Source: an optimization exercise on an open RTL-to-GDS flow (aim: small area, a short achievable clock period and few clock cycles). Production flows keep margins and buffers that such runs may drop. The RTL was checked by simulation tests, not by an equivalence proof against the original design.

[design/flow/run.sh]
#!/bin/bash
# synth_recipe.tcl (not shown) runs the flow's synth.tcl, then flattens the netlist and writes it again
# the make line also repeats each setting of config.mk as NAME=value (left out here)
make -C /OpenROAD-flow-scripts/flow DESIGN_CONFIG=/design/flow/config.mk WORK_HOME=/design/flow/orfs CLKGATE_MAP_FILE= SYNTH_SCRIPT=/design/flow/synth_recipe.tcl finish
[design/flow/config.mk]
export PLATFORM = sky130hd
export DESIGN_NAME = shaper_slice
export DESIGN_NICKNAME = shaper_slice
export VERILOG_FILES = /design/flow/design.v
export SDC_FILE = /design/flow/constraint.sdc
export NUM_CORES = 4
export LEC_CHECK = 0
export CAP_MARGIN = 20
export CORE_MARGIN = 2
export CORE_UTILIZATION = 40
export PLACE_DENSITY = 0.6
export SLEW_MARGIN = 20
[design/flow/constraint.sdc]
create_clock -name core_clock -period 25.0 [get_ports {clk}]
set_input_delay 5.0000 -clock core_clock [delete_from_list [all_inputs] [get_ports {clk}]]
set_output_delay 5.0000 -clock core_clock [all_outputs]
set_load 0.01 [all_outputs]
[design/flow/design.v]
module shaper_slice (
    input  wire         clk,
    input  wire         rst,           
    input  wire [15:0]  ped_hi,
    input  wire [15:0]  ped_lo,
    input  wire         gr,
    input  wire [2:0]   nsec,
    input  wire [399:0] coef,          
    input  wire         emode,
    input  wire [4:0]   pick_idx,
    input  wire [15:0]  egain,
    input  wire [4:0]   eshift,
    input  wire [15:0]  zs_thr,
    input  wire         zs_trig,
    input  wire [2:0]   m_code,        
    input  wire [1:0]   k,             
    input  wire         s_valid,
    output wire         s_ready,
    input  wire [15:0]  s_word,
    input  wire [6:0]   s_tick,
    input  wire         s_last,
    input  wire [1:0]   s_status,
    input  wire         s_clr,
    input  wire         s_cal,
    input  wire         s_test,
    output reg          r_valid,
    output reg  [31:0]  r_word
);
    localparam S_IDLE = 3'd0, S_FILT = 3'd1, S_FIN1 = 3'd2, S_FIN2 = 3'd3, S_FIN3 = 3'd4, S_FIN4 = 3'd5;
    reg [2:0] state;
    reg [1:0] sec;
    reg signed [23:0] sx1 [0:3];
    reg signed [23:0] sx2 [0:3];
    reg signed [23:0] sy1 [0:3];
    reg signed [23:0] sy2 [0:3];
    reg signed [23:0] last_y;          
    reg               last_ok;
    reg [2:0]         wake_left;
    reg               in_xing;         
    reg               x_last;          
    reg [5:0]         x_n;             
    reg signed [23:0] x_cur;           
    reg [6:0]         x_tick;          
    reg               f_sat, f_susp, f_cal, f_test;
    reg signed [23:0] prev_y;          
    reg               prev_ok;
    reg signed [23:0] sel_y;           
    reg [6:0]         sel_tick;
    reg signed [23:0] sel_a;           
    reg               sel_a_ok;
    reg signed [23:0] sel_c;           
    reg               sel_c_ok;
    reg [5:0]         sel_n;           
    reg [15:0]        fin_e;
    reg               fin_esat;
    reg               fin_tval;
    reg signed [5:0]  fin_x16;
    reg [31:0]        fin_qnum;
    reg [31:0]        fin_qden;
    reg signed [15:0] fin_p;
    reg               fin_nneg;        
    integer i;
    wire               g_rng = s_word[15];
    wire signed [17:0] d_val = $signed({2'b00, s_word[13:0], 2'b00})
                               - $signed({2'b00, (g_rng ? ped_lo : ped_hi)});
    wire signed [23:0] m_val = !g_rng ? {{6{d_val[17]}}, d_val}
                             : (gr ? {{2{d_val[17]}}, d_val, 4'b0} : {{3{d_val[17]}}, d_val, 3'b0});
    wire signed [19:0] cb0 = coef[100*sec +  0 +: 20];
    wire signed [19:0] cb1 = coef[100*sec + 20 +: 20];
    wire signed [19:0] cb2 = coef[100*sec + 40 +: 20];
    wire signed [19:0] ca1 = coef[100*sec + 60 +: 20];
    wire signed [19:0] ca2 = coef[100*sec + 80 +: 20];
    wire signed [47:0] acc = cb0 * x_cur + cb1 * sx1[sec] + cb2 * sx2[sec]
                           - ca1 * sy1[sec] - ca2 * sy2[sec];
    wire signed [47:0] acc_r = (acc + 48'sd32768) >>> 16;
    wire               y_hi = acc_r > 48'sd8388607;
    wire               y_lo = acc_r < -48'sd8388608;
    wire signed [23:0] y_sec = y_hi ? 24'sh7FFFFF : y_lo ? -24'sh800000 : acc_r[23:0];
    wire               out_now = (state == S_FILT) && ({1'b0, sec} == nsec - 3'd1);
    wire               rec_now = (state == S_FILT) && (nsec == 3'd0 || out_now);
    wire signed [23:0] rec_y   = (nsec == 3'd0) ? x_cur : y_sec;
    wire signed [40:0] e_prod = sel_y * $signed({1'b0, egain});
    wire signed [40:0] e_rnd  = (eshift == 5'd0) ? 41'sd0 : (41'sd1 <<< (eshift - 5'd1));
    wire signed [40:0] e_sh   = (e_prod + e_rnd) >>> eshift;
    wire               e_neg  = e_sh < 0;
    wire               e_big  = e_sh > 41'sd65535;
    wire [15:0]        e_val  = e_neg ? 16'd0 : e_big ? 16'hFFFF : e_sh[15:0];
    wire               tval_c = emode && sel_c_ok && sel_a_ok && (sel_a < sel_y);
    wire signed [25:0] num = ($signed({{2{sel_a[23]}}, sel_a}) - $signed({{2{sel_c[23]}}, sel_c}));
    wire signed [26:0] den = $signed({{3{sel_a[23]}}, sel_a}) - ($signed({{3{sel_y[23]}}, sel_y}) <<< 1)
                           + $signed({{3{sel_c[23]}}, sel_c});
    wire [26:0]        num_abs = num[25] ? -{num[25], num} : {num[25], num};
    wire [26:0]        den_abs = -den;
    wire [31:0]        q_num = {1'b0, num_abs, 4'b0} + {5'b0, den_abs};    
    wire [31:0]        q_den = {4'b0, den_abs, 1'b0};                       
    reg  [31:0]        q_rem;
    reg  [3:0]         x16_mag;
    integer j;
    always @(*) begin
        q_rem = fin_qnum;
        for (j = 3; j >= 0; j = j - 1) begin
            if (q_rem >= (fin_qden << j)) begin
                q_rem      = q_rem - (fin_qden << j);
                x16_mag[j] = 1'b1;
            end else begin
                x16_mag[j] = 1'b0;
            end
        end
    end
    wire signed [5:0]  x16 = !fin_nneg ? -$signed({2'b00, x16_mag}) : $signed({2'b00, x16_mag});
    wire signed [5:0]  x16_u = x16;
    wire signed [15:0] p_pos = $signed({5'b0, sel_tick, 4'b0})
                             + (fin_tval ? ($signed(fin_x16) * $signed({1'b0, 6'd32 >> k})) : 16'sd0);
    wire [11:0]        p_u = fin_p[11:0];
    reg  [11:0]        t_div;
    always @(*) begin
        case (m_code)
            3'd0:    t_div = p_u / 12'd8;
            3'd1:    t_div = p_u / 12'd12;
            3'd2:    t_div = p_u / 12'd16;
            3'd3:    t_div = p_u / 12'd24;
            default: t_div = p_u / 12'd32;
        endcase
    end
    wire [5:0] t_val = fin_p[15] ? 6'd0 : (t_div > 12'd63) ? 6'd63 : t_div[5:0];
    assign s_ready = (state == S_IDLE);
    wire   take = s_valid && s_ready;
    always @(posedge clk) begin
        r_valid <= 1'b0;
        if (rst) begin
            state     <= S_IDLE;
            sec       <= 2'd0;
            in_xing   <= 1'b0;
            last_ok   <= 1'b0;
            last_y    <= 24'sd0;
            wake_left <= 3'd4;
            for (i = 0; i < 4; i = i + 1) begin
                sx1[i] <= 24'sd0; sx2[i] <= 24'sd0; sy1[i] <= 24'sd0; sy2[i] <= 24'sd0;
            end
            r_word    <= 32'd0;
        end else begin
            case (state)
            S_IDLE: if (take) begin
                if (!in_xing) begin
                    x_n    <= 6'd0;
                    f_sat  <= 1'b0;
                    f_susp <= 1'b0;
                    f_cal  <= 1'b0;
                    f_test <= 1'b0;
                end
                if (s_status != 2'd0) begin
                    for (i = 0; i < 4; i = i + 1) begin
                        sx1[i] <= 24'sd0; sx2[i] <= 24'sd0; sy1[i] <= 24'sd0; sy2[i] <= 24'sd0;
                    end
                    last_ok   <= 1'b0;
                    wake_left <= 3'd4;
                    in_xing   <= 1'b0;
                    r_valid   <= 1'b1;
                    r_word    <= (s_status == 2'd1) ? 32'h0000_0100
                               : (s_status == 2'd2) ? 32'h0000_0200 : 32'h0;
                end else begin
                    in_xing <= !s_last;
                    x_last  <= s_last;
                    x_tick  <= s_tick;
                    f_susp  <= (in_xing ? f_susp : 1'b0) | s_word[14];
                    f_cal   <= (in_xing ? f_cal  : 1'b0) | s_cal;
                    f_test  <= (in_xing ? f_test : 1'b0) | s_test;
                    if (!in_xing) begin
                        if (s_clr) begin
                            prev_ok   <= 1'b0;
                            wake_left <= 3'd4;
                        end else begin
                            prev_y    <= last_y;
                            prev_ok   <= last_ok;
                        end
                    end
                    for (i = 0; i < 4; i = i + 1)
                        if ((!in_xing && s_clr) || i >= nsec) begin
                            sx1[i] <= 24'sd0; sx2[i] <= 24'sd0; sy1[i] <= 24'sd0; sy2[i] <= 24'sd0;
                        end
                    x_cur <= m_val;
                    sec   <= 2'd0;
                    state <= S_FILT;
                end
            end
            S_FILT: begin
                if (nsec != 3'd0) begin
                    sx1[sec] <= x_cur;
                    sx2[sec] <= sx1[sec];
                    sy1[sec] <= y_sec;
                    sy2[sec] <= sy1[sec];
                    if (y_hi || y_lo) f_sat <= 1'b1;
                    x_cur <= y_sec;
                    sec   <= sec + 2'd1;
                end
                if (rec_now) begin
                    if (!emode) begin
                        if (x_n <= {1'b0, pick_idx}) begin
                            sel_y    <= rec_y;
                            sel_tick <= x_tick;
                        end
                        sel_a_ok <= 1'b0;
                        sel_c_ok <= 1'b0;
                    end else if (x_n == 6'd0 || rec_y > sel_y) begin
                        sel_y    <= rec_y;
                        sel_tick <= x_tick;
                        sel_n    <= x_n;
                        sel_a    <= prev_y;
                        sel_a_ok <= prev_ok;
                        sel_c_ok <= 1'b0;
                    end else if (!sel_c_ok && x_n == sel_n + 6'd1) begin
                        sel_c    <= rec_y;
                        sel_c_ok <= 1'b1;
                    end
                    prev_y  <= rec_y;
                    prev_ok <= 1'b1;
                    x_n     <= x_n + 6'd1;
                    state   <= x_last ? S_FIN1 : S_IDLE;
                end
            end
            S_FIN1: begin
                last_y   <= prev_y;
                last_ok  <= 1'b1;
                fin_e    <= e_val;
                fin_esat <= e_big;
                fin_tval <= tval_c;
                fin_qnum <= q_num;
                fin_qden <= q_den;
                fin_nneg <= num[25];
                state    <= S_FIN2;
            end
            S_FIN2: begin
                fin_x16 <= x16_u;
                state   <= S_FIN3;
            end
            S_FIN3: begin
                fin_p   <= p_pos;
                state   <= S_FIN4;
            end
            S_FIN4: begin
                r_valid   <= 1'b1;
                r_word    <= { (zs_trig && fin_e < zs_thr) ? 16'd0 : fin_e,
                               (zs_trig && fin_e < zs_thr) ? 6'd0 : t_val,
                               2'b00, f_cal, f_test, f_susp, f_sat | fin_esat,
                               wake_left != 3'd0, 1'b0, fin_e >= zs_thr, fin_tval };
                if (wake_left != 3'd0) wake_left <= wake_left - 3'd1;
                state     <= S_IDLE;
            end
            default: state <= S_IDLE;
            endcase
        end
    end
endmodule
==> impl_metrics.yaml <==
drt:
  routed_wl_mm: 666
  drc: 0
  ant_nets: 0
  vias: 140000
  dr.pass1.iters: 6
  wl_per_cell_um: 27.3
  vias_per_cell: 5.73
  dr.first_iter.drc_count: 13600
setup_path:
  worstPathArrival_ns: 22.58
  cp_num_buf_inv: 9
  crit_type: "in2reg"
  setup.worst_path.start_class: "primary input"
  crit_slowest_cell: "a221oi_1"
  crit_required_ns: 25.41
  max_stage_delay_ns: 0.82
  reg2reg_slack_ns: 4.97
  cp-end-kind: "flop"
  crit_family: "adder cells"
  crit_fanout: 24
  path_common_cell: "fa_1"
timing:
  finalCriticalPeriod_ns: 22.18
  slew_violations: 0
  fin_setup_tns_ns: 0
  worst_pin_slew_ns: 1.25
  report.final.hold_viol_count: 0
  fmax_mhz: 45.1
  clock_skew_ns: 0.0590
  fin_ws_ns: 2.82
  rsz0062_at_grt: "false"
  setup_viol: 0
  period_share_pct: 88.7
  relSlewSlack_pct: 16.9
synthesis:
  synth_top_area_cell: "fa_1"
  ys_types: 100
  synth_edf_count: 629
  postSynthCellCount: 18500
  synth_seq_cells: 697
  synthArstFlopShare_pct: 0
  netlist.area_leader.share_pct: 38.8
  synth_flop_cell: "edfxtp_1"
  ys_seq_area_share_pct: 11.6
  ys.warnings.count: 1
  synth_area_leaders: "fa_1 39%, edfxtp_1 11%, inv_1 7.2%, ha_1 6.6%, mux4_2 6.3%"
  syn_area_um2: 174000
  syn_avg_cell_area_um2: 9.38
clock_tree:
  cts_tree: "done"
  post_cts_buffers: 0
  cts_hold_buf: 0
  cts_buffers: 89
  cts.sinks: 697
  worstSkewPairLatency_ns: 0.78
  cts.htree.levels: 3
  cts_resized: 0
  clockRootBuffer: "clkbuf_16"
  cts.clk_slew.worst_paths_ns: 0.06
  clk_path_buf_depth: 3
die:
  die_h_um: 663
  start_util_pct: 40.1
  io_pins: 551
  core-area_um2: 434000
  die_w_um: 663
  fp-row-count: 242
  die_area_um2: 440000
place:
  dpl.hpwl_mm: 550
  numPortBuffers: 549
  dp_slack_ns: 2.42
  gp_congestion: 1.03
global_routing:
  overflow: 0
  grt_max_degree: 223
  first_global_vias: 143000
  grtUsageTotal_pct: 30.3
  antenna_found_initial: 129
  grt_first_pass_wirelength_mm: 978
layout:
  syn_to_final_growth_pct: 8.90
  fin_nets: 23300
  drive_gt1_share_pct: 7.53
hold_path:
  hold_class: "reg2reg"
flow_run:
  max_cap_viol_count: 0
run_status:
  outcome: "no timing/DRC/antenna violations"
[metrics by stage]
step                      instance area [um2]  hold WS, ns  utilization, %  cells
final                                  189000        0.418            43.7  24400
after global routing                   189000        0.430            43.6  24300
after CTS                              189000        0.418            43.6  24300
after detailed placement               186000        0.405            42.9  24100
after global placement                 186000        0.408            42.9  24100
after floorplan                        174000        0.400               -  18500
[state kept, by name, indices dropped and copies added, names as in the netlist, 7 cells and up, named ones only]
signal,flops
x_tick,7
fin_p,11
sx1,96
last_y,24
sel_a,24
fin_qden,23
fin_qnum,32
sy1,96
sel_y,24
sel_c,24
prev_y,24
sel_tick,7
x_cur,24
sy2,96
fin_e,16
r_word,31
sx2,96
[layout make-up]
type	instances	area, um2
antenna	70	175
clock buffer	111	2430
clock inverter	52	581
fill	42300	244000
inverter	3345	12600
multi-input combinational	13500	138000
sequential	697	20300
tap	5734	7170
timing repair buffer	910	8330
[cell usage in the layout (no fill, tap or decap), drive strengths merged, types with 79 or more instances in the layout]
master / instances
nor2b: 86
and2: 508
clkbuf: 111
mux4: 488
nand2b: 291
buf: 365
o21ai: 834
ha: 917
o21bai: 79
edfxtp: 629
xor2: 82
or2: 82
mux2: 153
nor3: 197
fa: 3365
nand3: 97
inv: 3351
mux2i: 370
clkdlybuf4s50: 545
xnor2: 215
nor2: 1488
and3: 85
o211ai: 270
a21oi: 449
nand2: 2438
o21a: 114
a21o: 127
[Yosys cell counts, types with 114 or more instances]
library cell	count
fa_1	3365
inv_1	3336
nand2_1	2438
nor2_1	1488
ha_1	917
clkbuf_1	852
o21ai_0	789
edfxtp_1	629
and2_1	506
mux4_2	488
a21oi_1	449
mux2i_1	370
nand2b_1	291
o211ai_1	270
xnor2_1	215
nor3_1	195
buf_1	175
mux2_2	152
a21o_1	127
o21a_1	114
[layer usage]
layer  vias up  track usage [%]  share of wire, %  routed length (um)
met5         -            0.260              0.11                 745
met4        92             21.3               8.6               57500
met3      1847             7.89                10               67900
met2      7191             47.1                45              299000
met1     71400             36.7                36              241000
li1      59200                -                 -                   -
[worst reg2reg max path, delay by kind of cell (launching register included)]
| family | cells | cell delay, ns |
|---|---|---|
| AO/OA/AOI/OAI | 17 | 3.72 |
| adder cells (fa/ha/maj) | 14 | 7.63 |
| AND/OR/NAND/NOR | 13 | 3.26 |
| multiplexers | 2 | 0.65 |
| buffers and inverters | 10 | 3.50 |
| XOR/XNOR | 1 | 0.33 |
| flip-flops | 1 | 0.55 |
[worst paths after layout]
path	cells after the start	end	start
min reg2reg	0	sel_tick[3]	x_tick[3]
max	60	sel_y[2]	coef[185]
max reg2reg	57	sel_y[2]	sec[0]
min	0	sel_tick[3]	x_tick[3]
[cell families after synthesis]
kind of cell               after synthesis  share of synthesized area (%)
adders and majority gates             4283                           45.4
buffers and inverters                 4377                           9.46
other                                    1                        0.00216
xor gates and xnor gates               297                           1.50
and+or+nand+nor                       5476                           14.0
DFF                                    697                           11.6
AOI/OAI and AO/OA                     2382                           8.64
muxes                                 1011                           9.45
Testbench counts, summed over its fixed seeds: cycles 259,843.

separate check: timing with driven ports:
How much do the figures lean on ideal ports? The routed layout below was timed once more, with nothing changed but the port constraints.
Step 1 sets driving cells, clkbuf_16 on the clock port and buf_2 on the other inputs (assumed; they add their load-dependent delay and slew).
Step 2 adds t to the input delays and takes it off the output delays; t is the mean of the earliest and latest rising clock arrival at the registers after step 1. Input paths then give back, and output paths get back, about the clock's delay inside the block.
a / b / c = no drivers / after step 1 / after step 2; a / b = the first two.
t (ns): 0.867
setup WS [ns]: 2.823 / 2.915 / 2.048
pins driven straight from the clock port: 1
After both steps this run still meets setup and hold. The setup slack of this run moves by +0.092 ns with the drivers and by -0.775 ns with both steps.
